Source: an optimization exercise on an open RTL-to-GDS flow (aim: small area, a short achievable clock period and few clock cycles per item). Production flows keep margins and buffers that such runs may drop. At most, simulation tests tie the RTL to the original design; equivalence was not proved. No activity file was given, so power comes from the tool's default toggle rates.

==> module mx_encoder, before the edit <==
module mx_encoder (
    input  wire          clk,
    input  wire          rst,           
    input  wire          in_valid,
    output wire          in_ready,
    input  wire [3:0]    in_fmt,
    input  wire [1023:0] in_data,
    output reg           out_valid,
    input  wire          out_ready,
    output reg  [263:0]  out_block
);
    wire f5 = in_fmt == 4'h5;    
    wire f6 = in_fmt == 4'h6;    
    wire f7 = in_fmt == 4'h7;    
    wire f8 = in_fmt == 4'h8;    
    wire f9 = in_fmt == 4'h9;    
    wire fmt_ok = f5 | f6 | f7 | f8 | f9;
    wire m3 = f5 | f8;
    wire m2 = f6 | f7;
    wire [7:0] emax   = f5 ? 8'd8  : f6 ? 8'd15 : f7 ? 8'd4 : 8'd2;
    wire [7:0] B      = f5 ? 8'd15 : f6 ? 8'd30 : f7 ? 8'd7 : 8'd3;
    wire [7:0] maxext = f5 ? 8'h7E : f6 ? 8'hF7 : f7 ? 8'h3F : 8'h1F;
    function [7:0] hmax;
        input [135:0] e;
        reg [16:0] alive;
        reg [7:0]  r;
        reg        g1, g2, g3;
        reg [1:0]  dg;
        integer j, n;
        begin
            alive = {17{1'b1}};
            for (n = 3; n >= 0; n = n - 1) begin
                g1 = 1'b0; g2 = 1'b0; g3 = 1'b0;
                for (j = 0; j < 17; j = j + 1) begin
                    dg = e[8*j+2*n +: 2];
                    g1 = g1 | (alive[j] & (dg[1] | dg[0]));
                    g2 = g2 | (alive[j] & dg[1]);
                    g3 = g3 | (alive[j] & dg[1] & dg[0]);
                end
                r[2*n+1] = g2;
                r[2*n]   = g3 | (g1 & ~g2);
                for (j = 0; j < 17; j = j + 1) begin
                    dg = e[8*j+2*n +: 2];
                    alive[j] = alive[j] & (dg[1] | ~r[2*n+1]) & (dg[0] | ~r[2*n]);
                end
            end
            hmax = r;
        end
    endfunction
    wire [7:0] gm [0:1];
    genvar g;
    generate for (g = 0; g < 2; g = g + 1) begin : grp
        wire [135:0] ev;
        genvar q;
        for (q = 0; q < 16; q = q + 1) begin : el
            assign ev[8*q +: 8] = in_data[32*(16*g+q)+23 +: 8];
        end
        assign ev[135:128] = emax;
        assign gm[g] = hmax(ev);
    end endgenerate
    wire [7:0] ma = gm[0], mb = gm[1];
    wire       gab = ma > mb;
    wire [7:0] M   = gab ? ma : mb;
    wire       special = &M;                 
    wire [7:0] scale = special ? 8'hFF : M - emax;
    wire [9:0] nKa = {2'b0, B} - {2'b0, ma};
    wire [9:0] nKb = {2'b0, B} - {2'b0, mb};
    wire [9:0] nK  = gab ? nKa : nKb;
    wire       kill = special | ~fmt_ok;
    wire [7:0] c [0:31];
    generate for (g = 0; g < 32; g = g + 1) begin : el
        mx_elem u (.v(in_data[32*g +: 32]), .nK(nK), .m3(m3), .m2(m2), .e4m3(f5),
                   .e5m2(f6), .e3m2(f7), .maxext(maxext), .code(c[g]));
    end endgenerate
    reg         full1;
    reg [263:0] skid;
    wire        use_new = ~kill & ~full1;
    wire        s5 = f5 & use_new, s6 = f6 & use_new, s7 = f7 & use_new,
                s8 = f8 & use_new, s9 = f9 & use_new;
    reg [263:0] b5, b6, b7, b8, b9;
    integer k;
    always @(*) begin
        b5 = 264'd0; b6 = 264'd0; b7 = 264'd0; b8 = 264'd0; b9 = 264'd0;
        for (k = 0; k < 32; k = k + 1) begin
            b5[8 + 8*k +: 8] = {in_data[32*k+31], c[k][6:0]};
            b6[8 + 8*k +: 8] = {in_data[32*k+31], c[k][7:1]};
            b7[8 + 6*k +: 6] = {in_data[32*k+31], c[k][5:1]};
            b8[8 + 6*k +: 6] = {in_data[32*k+31], c[k][4:0]};
            b9[8 + 4*k +: 4] = {in_data[32*k+31], c[k][4:2]};
        end
    end
    wire [263:0] nxt = ({264{full1}} & skid) | ({264{s5}} & b5) | ({264{s6}} & b6) |
                       ({264{s7}} & b7) | ({264{s8}} & b8) | ({264{s9}} & b9) |
                       {256'd0, (fmt_ok & ~full1) ? scale : 8'd0};
    assign in_ready = ~full1;
    wire accept = in_valid & ~full1;
    wire r0_free = ~out_valid | out_ready;
    always @(posedge clk) begin
        if (rst) begin
            out_valid <= 1'b0;
            full1     <= 1'b0;
        end else if (r0_free) begin
            out_valid <= full1 | accept;
            full1     <= 1'b0;
        end else if (accept) begin
            full1     <= 1'b1;
        end
    end
    always @(posedge clk) begin
        if (r0_free && (full1 || accept))
            out_block <= nxt;
        if (!r0_free && accept)
            skid <= nxt;
    end
endmodule
export LEC_CHECK = 0
export CAP_MARGIN = 20
export CORE_MARGIN = 2
export CORE_UTILIZATION = 40
export CTS_BUF_LIST = sky130_fd_sc_hd__clkbuf_4
export GPL_TIMING_DRIVEN = 1
export PLACE_DENSITY = 0.75
export SLEW_MARGIN = 20
create_clock -name core_clock -period 250.0 [get_ports {clk}]
standard.sh (not shown) runs the stock make flow with config.mk's settings and CLKGATE_MAP_FILE= SYNTH_SCRIPT=/design/flow/synth_recipe.tcl, a recipe that flattens the netlist after the stock synthesis.
==> flow/flow/run.sh <==
#!/bin/bash
# Own layout flow: the standard ORFS flow (standard.sh), with two changes
# to how the layout is made:
#  - Yosys maps the logic with an area-recovering ABC script (flow/abc.script,
#    Yosys's own default ABC script) instead of ORFS's delay-driven one;
#  - port buffers are sky130_fd_sc_hd__buf_1 cells (every port still gets one).
# Each tool's full output stays in this folder: make's in flow_make.log, and
# ORFS's per-step logs under orfs/logs/.
set -euo pipefail
here=$(pwd)
rm -rf "$here/scripts_mod"
cp -r "$FLOW_HOME/scripts" "$here/scripts_mod"
cp "$here/flow/abc.script" "$here/scripts_mod/abc_speed.script"
bash "$here/standard.sh" SCRIPTS_DIR="$here/scripts_mod" \
    BUFFER_PORTS_ARGS="-buffer_cell sky130_fd_sc_hd__buf_1" finish \
    > "$here/flow_make.log" 2>&1
test -f "$here/out/final.def"
==> flow/flow/abc.script <==
strash
&get -n
&fraig -x
&put
scorr
dc2
dretime
strash
&get -n
&dch -f
&nf
&put
The baseline finished clean.
Rerun with:
--- a/flow/design.v
+++ b/flow/design.v
@@ -122,16 +122,16 @@
     wire [7:0] B      = f5 ? 8'd15 : f6 ? 8'd30 : f7 ? 8'd7 : 8'd3;
     wire [7:0] maxext = f5 ? 8'h7E : f6 ? 8'hF7 : f7 ? 8'h3F : 8'h1F;
-    function [7:0] hmax;
-        input [135:0] e;
-        reg [16:0] alive;
+    function [7:0] gmax16;
+        input [127:0] e;
+        reg [15:0] alive;
         reg [7:0]  r;
-        reg        g1, g2, g3;
-        reg [1:0]  dg;
+        reg       g1, g2, g3;
+        reg [1:0] dg;
         integer j, n;
         begin
-            alive = {17{1'b1}};
+            alive = 16'hFFFF;
             for (n = 3; n >= 0; n = n - 1) begin
                 g1 = 1'b0; g2 = 1'b0; g3 = 1'b0;
-                for (j = 0; j < 17; j = j + 1) begin
+                for (j = 0; j < 16; j = j + 1) begin
                     dg = e[8*j+2*n +: 2];
                     g1 = g1 | (alive[j] & (dg[1] | dg[0]));
@@ -141,10 +141,30 @@
                 r[2*n+1] = g2;
                 r[2*n]   = g3 | (g1 & ~g2);
-                for (j = 0; j < 17; j = j + 1) begin
+                for (j = 0; j < 16; j = j + 1) begin
                     dg = e[8*j+2*n +: 2];
                     alive[j] = alive[j] & (dg[1] | ~r[2*n+1]) & (dg[0] | ~r[2*n]);
                 end
             end
-            hmax = r;
+            gmax16 = r;
+        end
+    endfunction
+    function [7:0] emx;
+        input [7:0] a, b;
+        reg [7:0] g, e;
+        reg [3:0] g1, e1;
+        reg [1:0] g2, e2;
+        integer k;
+        begin
+            g = a & ~b;
+            e = ~(a ^ b);
+            for (k = 0; k < 4; k = k + 1) begin
+                g1[k] = g[2*k+1] | (e[2*k+1] & g[2*k]);
+                e1[k] = e[2*k+1] & e[2*k];
+            end
+            for (k = 0; k < 2; k = k + 1) begin
+                g2[k] = g1[2*k+1] | (e1[2*k+1] & g1[2*k]);
+                e2[k] = e1[2*k+1] & e1[2*k];
+            end
+            emx = (g2[1] | (e2[1] & g2[0])) ? a : b;
         end
     endfunction
@@ -152,20 +172,24 @@
     genvar g;
     generate for (g = 0; g < 2; g = g + 1) begin : grp
-        wire [135:0] ev;
+        wire [127:0] ev;
         genvar q;
         for (q = 0; q < 16; q = q + 1) begin : el
             assign ev[8*q +: 8] = in_data[32*(16*g+q)+23 +: 8];
         end
-        assign ev[135:128] = emax;
-        assign gm[g] = hmax(ev);
+        assign gm[g] = gmax16(ev);
     end endgenerate
     wire [7:0] ma = gm[0], mb = gm[1];
     wire       gab = ma > mb;
-    wire [7:0] M   = gab ? ma : mb;
-    wire       special = &M;                 
-    wire [7:0] scale = special ? 8'hFF : M - emax;
+    wire       gae = ma > emax;
+    wire       gbe = mb > emax;
+    wire [7:0] efmax = gab ? ma : mb;
+    wire       special = &efmax;             
+    wire [8:0] d1 = {1'b0, efmax} - {1'b0, emax};
+    wire       big = ~d1[8] & (|d1[7:0]);
+    wire [7:0] scale = special ? 8'hFF : (big ? d1[7:0] : 8'd0);
     wire [9:0] nKa = {2'b0, B} - {2'b0, ma};
     wire [9:0] nKb = {2'b0, B} - {2'b0, mb};
-    wire [9:0] nK  = gab ? nKa : nKb;
+    wire [9:0] nKe = {2'b0, B} - {2'b0, emax};
+    wire [9:0] nK  = (gab & gae) ? nKa : ((~gab & gbe) ? nKb : nKe);
     wire       kill = special | ~fmt_ok;
     wire [7:0] c [0:31];
Result: Via count increases by 1.4%. First-iteration DRC count climbs by 27%. Fmax is higher by 1.9%. Count of clock-buffer cells in the layout came out lower by 31. Power rises by 9.9%. Clock skew came out lower by 32 ps. Cell area decreases by 0.50%. Synthesized cell count is about the same.
Testbench counts after the change, summed over its fixed seeds: cycles 3,208, items 3,200.
Function not checked in the first run of this note: the RTL went through the layout flow alone.

* * *

The RTL this note starts from:
==> flow/design.v <==
module mx_elem (
    input  wire [31:0] v,
    input  wire [9:0]  nK,       
    input  wire        m3,       
    input  wire        m2,       
    input  wire        e4m3,
    input  wire        e5m2,
    input  wire        e3m2,
    input  wire [7:0]  maxext,   
    output wire [7:0]  code
);
    wire [7:0]  ef = v[30:23];
    wire [22:0] f  = v[22:0];
    wire        h  = |ef;
    wire        s16 = ~|{h, f[22:8]};
    wire [23:4] x1  = {s16 ? f[7:0] : {h, f[22:16]}, f[15:8], f[7:4] & {4{~s16}}};
    wire        k1  = ~s16 & |f[3:0];
    wire        s8  = ~|x1[23:16];
    wire [23:12] x2 = s8 ? x1[15:4] : x1[23:12];
    wire        k2  = k1 | (~s8 & |x1[11:4]);
    wire        s4  = ~|x2[23:20];
    wire [23:16] x3 = s4 ? x2[19:12] : x2[23:16];
    wire        k3  = k2 | (~s4 & |x2[15:12]);
    wire        s2  = ~|x3[23:22];
    wire [23:18] x4 = s2 ? x3[21:16] : x3[23:18];
    wire        k4  = k3 | (~s2 & |x3[17:16]);
    wire        s1  = ~x4[23];
    wire [22:19] x5 = s1 ? x4[21:18] : x4[22:19];
    wire        stk = k4 | (~s1 & x4[18]);
    wire [4:0]  lz  = {s16, s8, s4, s2, s1};
    wire [4:0]  V   = {x4[23] | x4[22], x5};
    wire [2:0]  mn0 = m3 ? V[3:1] : (m2 ? {V[3:2], 1'b1} : {V[3], 2'b11});
    wire        R0  = m3 ? V[0] : (m2 ? V[1] : V[2]);
    wire        c0  = R0 & (&mn0);           
    wire [4:0]  nl;                           
    wire [5:0]  nc;
    assign nc[0] = 1'b0;
    genvar i;
    generate for (i = 0; i < 5; i = i + 1) begin : neg
        wire a = ~lz[i];
        wire b = (i == 1);
        assign nl[i]   = a ^ b ^ nc[i];
        assign nc[i+1] = (a & b) | (nc[i] & (a ^ b));
    end endgenerate
    wire        sx = ~h & (|lz[4:1]);
    wire [9:0]  A  = {sx, sx, ef[7:5] | {3{sx}}, ef[4:0] | ({5{~h}} & nl)};
    wire [4:0]  Tl, U0;
    wire [5:0]  tc, uc;
    assign tc[0] = c0;
    assign uc[0] = 1'b0;
    generate for (i = 0; i < 5; i = i + 1) begin : add
        assign Tl[i]   = A[i] ^ nK[i] ^ tc[i];
        assign tc[i+1] = (A[i] & nK[i]) | (tc[i] & (A[i] ^ nK[i]));
        assign U0[i]   = A[i+5] ^ nK[i+5] ^ uc[i];
        assign uc[i+1] = (A[i+5] & nK[i+5]) | (uc[i] & (A[i+5] ^ nK[i+5]));
    end endgenerate
    wire        c5  = tc[5];
    wire [4:0]  T   = Tl;
    wire        tneg = U0[4] ^ (c5 & (&U0[3:0]));        
    wire        Z   = (c5 ? (&U0) : ~|U0) & ~|Tl[4:2];                   
    wire        O   = (c5 ? (U0 == 5'h1E) : (&U0)) & (&Tl[4:2]);        
    wire        Ta  = Z & (T[1:0] == 2'd0);       
    wire        Tb  = Z & (T[1:0] == 2'd1);       
    wire        Tc  = O & (T[1:0] == 2'd3);       
    wire        Td  = O & (T[1:0] == 2'd2);       
    wire        Te  = O & (T[1:0] == 2'd1);       
    wire        pos = ~tneg & ~Ta & ~(Tb & c0);
    wire        q1  = c0 ? Tb : Ta;               
    wire        q2  = c0 ? Ta : Tc;               
    wire        q3  = c0 ? Tc : Td;               
    wire        q4  = c0 ? Td : Te;               
    wire [8:0]  Vx  = {4'd0, V};
    wire [4:0]  W;
    generate for (i = 0; i < 5; i = i + 1) begin : shr
        assign W[i] = (pos & Vx[i]) | (q1 & Vx[i+1]) | (q2 & Vx[i+2]) | (q3 & Vx[i+3]) | (q4 & Vx[i+4]);
    end endgenerate
    wire        out = (q1 & V[0]) | (q2 & |V[1:0]) | (q3 & |V[2:0]) | (q4 & |V[3:0]);
    wire        st0 = stk | out;
    wire [3:0]  kept = m3 ? W[4:1] : (m2 ? {W[4:2], 1'b1} : {W[4:3], 2'b11});
    wire        R    = m3 ? W[0]   : (m2 ? W[1] : W[2]);
    wire        St   = st0 | (m3 ? 1'b0 : (m2 ? W[0] : |W[1:0]));
    wire        L    = m3 ? W[1]   : (m2 ? W[2] : W[3]);
    wire        inc  = R & (St | L);
    wire [3:0]  ki;
    wire [4:0]  kc;
    assign kc[0] = inc;
    generate for (i = 0; i < 4; i = i + 1) begin : rnd
        assign ki[i]   = kept[i] ^ kc[i];
        assign kc[i+1] = kept[i] & kc[i];
    end endgenerate
    wire        sat  = e4m3 ? (T[4] | (&T[3:0] & &ki[2:0])) :
                       e5m2 ? &T[4:0] : e3m2 ? T[3] : T[2];
    assign code = pos ? (sat ? maxext : {T[4:0], ki[2:0]}) : {4'd0, ki};
endmodule
module mx_encoder (
    input  wire          clk,
    input  wire          rst,           
    input  wire          in_valid,
    output wire          in_ready,
    input  wire [3:0]    in_fmt,
    input  wire [1023:0] in_data,
    output reg           out_valid,
    input  wire          out_ready,
    output reg  [263:0]  out_block
);
    wire f5 = in_fmt == 4'h5;    
    wire f6 = in_fmt == 4'h6;    
    wire f7 = in_fmt == 4'h7;    
    wire f8 = in_fmt == 4'h8;    
    wire f9 = in_fmt == 4'h9;    
    wire fmt_ok = f5 | f6 | f7 | f8 | f9;
    wire m3 = f5 | f8;
    wire m2 = f6 | f7;
    wire [7:0] emax   = f5 ? 8'd8  : f6 ? 8'd15 : f7 ? 8'd4 : 8'd2;
    wire [7:0] B      = f5 ? 8'd15 : f6 ? 8'd30 : f7 ? 8'd7 : 8'd3;
    wire [7:0] maxext = f5 ? 8'h7E : f6 ? 8'hF7 : f7 ? 8'h3F : 8'h1F;
    function [7:0] gmax8;
        input [63:0] e;
        reg [7:0] alive, r;
        reg       g1, g2, g3;
        reg [1:0] dg;
        integer j, n;
        begin
            alive = 8'hFF;
            for (n = 3; n >= 0; n = n - 1) begin
                g1 = 1'b0; g2 = 1'b0; g3 = 1'b0;
                for (j = 0; j < 8; j = j + 1) begin
                    dg = e[8*j+2*n +: 2];
                    g1 = g1 | (alive[j] & (dg[1] | dg[0]));
                    g2 = g2 | (alive[j] & dg[1]);
                    g3 = g3 | (alive[j] & dg[1] & dg[0]);
                end
                r[2*n+1] = g2;
                r[2*n]   = g3 | (g1 & ~g2);
                for (j = 0; j < 8; j = j + 1) begin
                    dg = e[8*j+2*n +: 2];
                    alive[j] = alive[j] & (dg[1] | ~r[2*n+1]) & (dg[0] | ~r[2*n]);
                end
            end
            gmax8 = r;
        end
    endfunction
    function [7:0] emx;
        input [7:0] a, b;
        reg [7:0] g, e;
        reg [3:0] g1, e1;
        reg [1:0] g2, e2;
        integer k;
        begin
            g = a & ~b;
            e = ~(a ^ b);
            for (k = 0; k < 4; k = k + 1) begin
                g1[k] = g[2*k+1] | (e[2*k+1] & g[2*k]);
                e1[k] = e[2*k+1] & e[2*k];
            end
            for (k = 0; k < 2; k = k + 1) begin
                g2[k] = g1[2*k+1] | (e1[2*k+1] & g1[2*k]);
                e2[k] = e1[2*k+1] & e1[2*k];
            end
            emx = (g2[1] | (e2[1] & g2[0])) ? a : b;
        end
    endfunction
    wire [7:0] gm [0:3];
    genvar g;
    generate for (g = 0; g < 4; g = g + 1) begin : grp
        wire [63:0] ev;
        genvar q;
        for (q = 0; q < 8; q = q + 1) begin : el
            assign ev[8*q +: 8] = in_data[32*(8*g+q)+23 +: 8];
        end
        assign gm[g] = gmax8(ev);
    end endgenerate
    wire [7:0] ma = emx(gm[0], gm[1]), mb = emx(gm[2], gm[3]);
    wire       gab = ma > mb;
    wire       gae = ma > emax;
    wire       gbe = mb > emax;
    wire [7:0] efmax = gab ? ma : mb;
    wire       special = &efmax;             
    wire [8:0] d1 = {1'b0, efmax} - {1'b0, emax};
    wire       big = ~d1[8] & (|d1[7:0]);
    wire [7:0] scale = special ? 8'hFF : (big ? d1[7:0] : 8'd0);
    wire [9:0] nKa = {2'b0, B} - {2'b0, ma};
    wire [9:0] nKb = {2'b0, B} - {2'b0, mb};
    wire [9:0] nKe = {2'b0, B} - {2'b0, emax};
    wire [9:0] nK  = (gab & gae) ? nKa : ((~gab & gbe) ? nKb : nKe);
    wire       kill = special | ~fmt_ok;
    wire [7:0] c [0:31];
    generate for (g = 0; g < 32; g = g + 1) begin : el
        mx_elem u (.v(in_data[32*g +: 32]), .nK(nK), .m3(m3), .m2(m2), .e4m3(f5),
                   .e5m2(f6), .e3m2(f7), .maxext(maxext), .code(c[g]));
    end endgenerate
    reg         full1;
    reg [263:0] skid;
    wire        use_new = ~kill & ~full1;
    wire        s5 = f5 & use_new, s6 = f6 & use_new, s7 = f7 & use_new,
                s8 = f8 & use_new, s9 = f9 & use_new;
    reg [263:0] b5, b6, b7, b8, b9;
    integer k;
    always @(*) begin
        b5 = 264'd0; b6 = 264'd0; b7 = 264'd0; b8 = 264'd0; b9 = 264'd0;
        for (k = 0; k < 32; k = k + 1) begin
            b5[8 + 8*k +: 8] = {in_data[32*k+31], c[k][6:0]};
            b6[8 + 8*k +: 8] = {in_data[32*k+31], c[k][7:1]};
            b7[8 + 6*k +: 6] = {in_data[32*k+31], c[k][5:1]};
            b8[8 + 6*k +: 6] = {in_data[32*k+31], c[k][4:0]};
            b9[8 + 4*k +: 4] = {in_data[32*k+31], c[k][4:2]};
        end
    end
    wire [263:0] nxt = ({264{full1}} & skid) | ({264{s5}} & b5) | ({264{s6}} & b6) |
                       ({264{s7}} & b7) | ({264{s8}} & b8) | ({264{s9}} & b9) |
                       {256'd0, (fmt_ok & ~full1) ? scale : 8'd0};
    assign in_ready = ~full1;
    wire accept = in_valid & ~full1;
    wire r0_free = ~out_valid | out_ready;
    always @(posedge clk) begin
        if (rst) begin
            out_valid <= 1'b0;
            full1     <= 1'b0;
        end else if (r0_free) begin
            out_valid <= full1 | accept;
            full1     <= 1'b0;
        end else if (accept) begin
            full1     <= 1'b1;
        end
    end
    always @(posedge clk) begin
        if (r0_free && (full1 || accept))
            out_block <= nxt;
        if (!r0_free && accept)
            skid <= nxt;
    end
endmodule
export LEC_CHECK = 0
export CAP_MARGIN = 20
export CORE_MARGIN = 2
export CORE_UTILIZATION = 40
export CTS_BUF_LIST = sky130_fd_sc_hd__clkbuf_4
export GPL_TIMING_DRIVEN = 1
export PLACE_DENSITY = 0.75
export SLEW_MARGIN = 20
create_clock -name core_clock -period 250.0 [get_ports {clk}]
Scripts as last shown in full above: flow/flow/run.sh, flow/flow/abc.script
Rerun with:
--- a/flow/design.v
+++ b/flow/design.v
@@ -113,32 +113,33 @@
     wire m2 = f6 | f7;
     wire [7:0] emax   = f5 ? 8'd8  : f6 ? 8'd15 : f7 ? 8'd4 : 8'd2;
     wire [7:0] B      = f5 ? 8'd15 : f6 ? 8'd30 : f7 ? 8'd7 : 8'd3;
     wire [7:0] maxext = f5 ? 8'h7E : f6 ? 8'hF7 : f7 ? 8'h3F : 8'h1F;
-    function [7:0] gmax8;
-        input [63:0] e;
-        reg [7:0] alive, r;
+    function [7:0] gmax16;
+        input [127:0] e;
+        reg [15:0] alive;
+        reg [7:0]  r;
         reg       g1, g2, g3;
         reg [1:0] dg;
         integer j, n;
         begin
-            alive = 8'hFF;
+            alive = 16'hFFFF;
             for (n = 3; n >= 0; n = n - 1) begin
                 g1 = 1'b0; g2 = 1'b0; g3 = 1'b0;
-                for (j = 0; j < 8; j = j + 1) begin
+                for (j = 0; j < 16; j = j + 1) begin
                     dg = e[8*j+2*n +: 2];
                     g1 = g1 | (alive[j] & (dg[1] | dg[0]));
                     g2 = g2 | (alive[j] & dg[1]);
                     g3 = g3 | (alive[j] & dg[1] & dg[0]);
                 end
                 r[2*n+1] = g2;
                 r[2*n]   = g3 | (g1 & ~g2);
-                for (j = 0; j < 8; j = j + 1) begin
+                for (j = 0; j < 16; j = j + 1) begin
                     dg = e[8*j+2*n +: 2];
                     alive[j] = alive[j] & (dg[1] | ~r[2*n+1]) & (dg[0] | ~r[2*n]);
                 end
             end
-            gmax8 = r;
+            gmax16 = r;
         end
     endfunction
     function [7:0] emx;
         input [7:0] a, b;
@@ -159,19 +160,19 @@
             end
             emx = (g2[1] | (e2[1] & g2[0])) ? a : b;
         end
     endfunction
-    wire [7:0] gm [0:3];
+    wire [7:0] gm [0:1];
     genvar g;
-    generate for (g = 0; g < 4; g = g + 1) begin : grp
-        wire [63:0] ev;
+    generate for (g = 0; g < 2; g = g + 1) begin : grp
+        wire [127:0] ev;
         genvar q;
-        for (q = 0; q < 8; q = q + 1) begin : el
-            assign ev[8*q +: 8] = in_data[32*(8*g+q)+23 +: 8];
-        end
-        assign gm[g] = gmax8(ev);
-    end endgenerate
-    wire [7:0] ma = emx(gm[0], gm[1]), mb = emx(gm[2], gm[3]);
+        for (q = 0; q < 16; q = q + 1) begin : el
+            assign ev[8*q +: 8] = in_data[32*(16*g+q)+23 +: 8];
+        end
+        assign gm[g] = gmax16(ev);
+    end endgenerate
+    wire [7:0] ma = gm[0], mb = gm[1];
     wire       gab = ma > mb;
     wire       gae = ma > emax;
     wire       gbe = mb > emax;
     wire [7:0] efmax = gab ? ma : mb;
Result: Die area is lower by 0.49%; wire length is higher by 11%; worst setup slack improved by 210 ps; final cell count stays flat; design area stays flat; fmax is about the same; sequential power barely changes; power is lower by 27%; global-route usage is higher by 5.0 points; utilization stays flat; flip-flop and latch count is unchanged; critical path depth is higher by 2; count of clock-buffer cells in the layout is lower by 11.
No functional check of the RTL was part of any run of this note.

[static timing again, ports no longer ideal]
The results above use ideal ports. As a check the final layouts listed here were re-extracted and re-timed, cells and wires unchanged.
Step 1 assumes that a clkbuf_16 drives the clock port and a buf_2 every other input.
Step 2 also shifts input and output timing later by t, the mid clock arrival at the registers, as if the neighbouring blocks saw the same clock.
a / b / c = ideal ports / drivers / drivers and shift; a / b = the first two.
| run | shift t [ns] | setup slack, ns | worst hold slack (ns) | slew at the worst register clock pin (ns) | cell pins on the clock port's net |
|---|---|---|---|---|---|
| the first run of note 1 | 1.239 | 182.506 / 182.553 / 181.314 | 0.500 / 0.500 / 0.500 | 0.09 / 0.09 | 1 |
| the second run of note 1 | 1.183 | 183.789 / 183.854 / 182.671 | 0.508 / 0.508 / 0.508 | 0.09 / 0.09 | 1 |
| the first run of note 2 | 1.204 | 180.475 / 180.462 / 179.257 | 0.543 / 0.543 / 0.543 | 0.09 / 0.09 | 1 |
| the second run of note 2 | 1.228 | 180.681 / 180.727 / 179.499 | 0.545 / 0.545 / 0.545 | 0.09 / 0.09 | 1 |
After both steps every run listed still meets setup and hold. The setup slack of the first run of note 2, which loses most, moves by -0.013 ns with the drivers and by -1.218 ns with both steps.
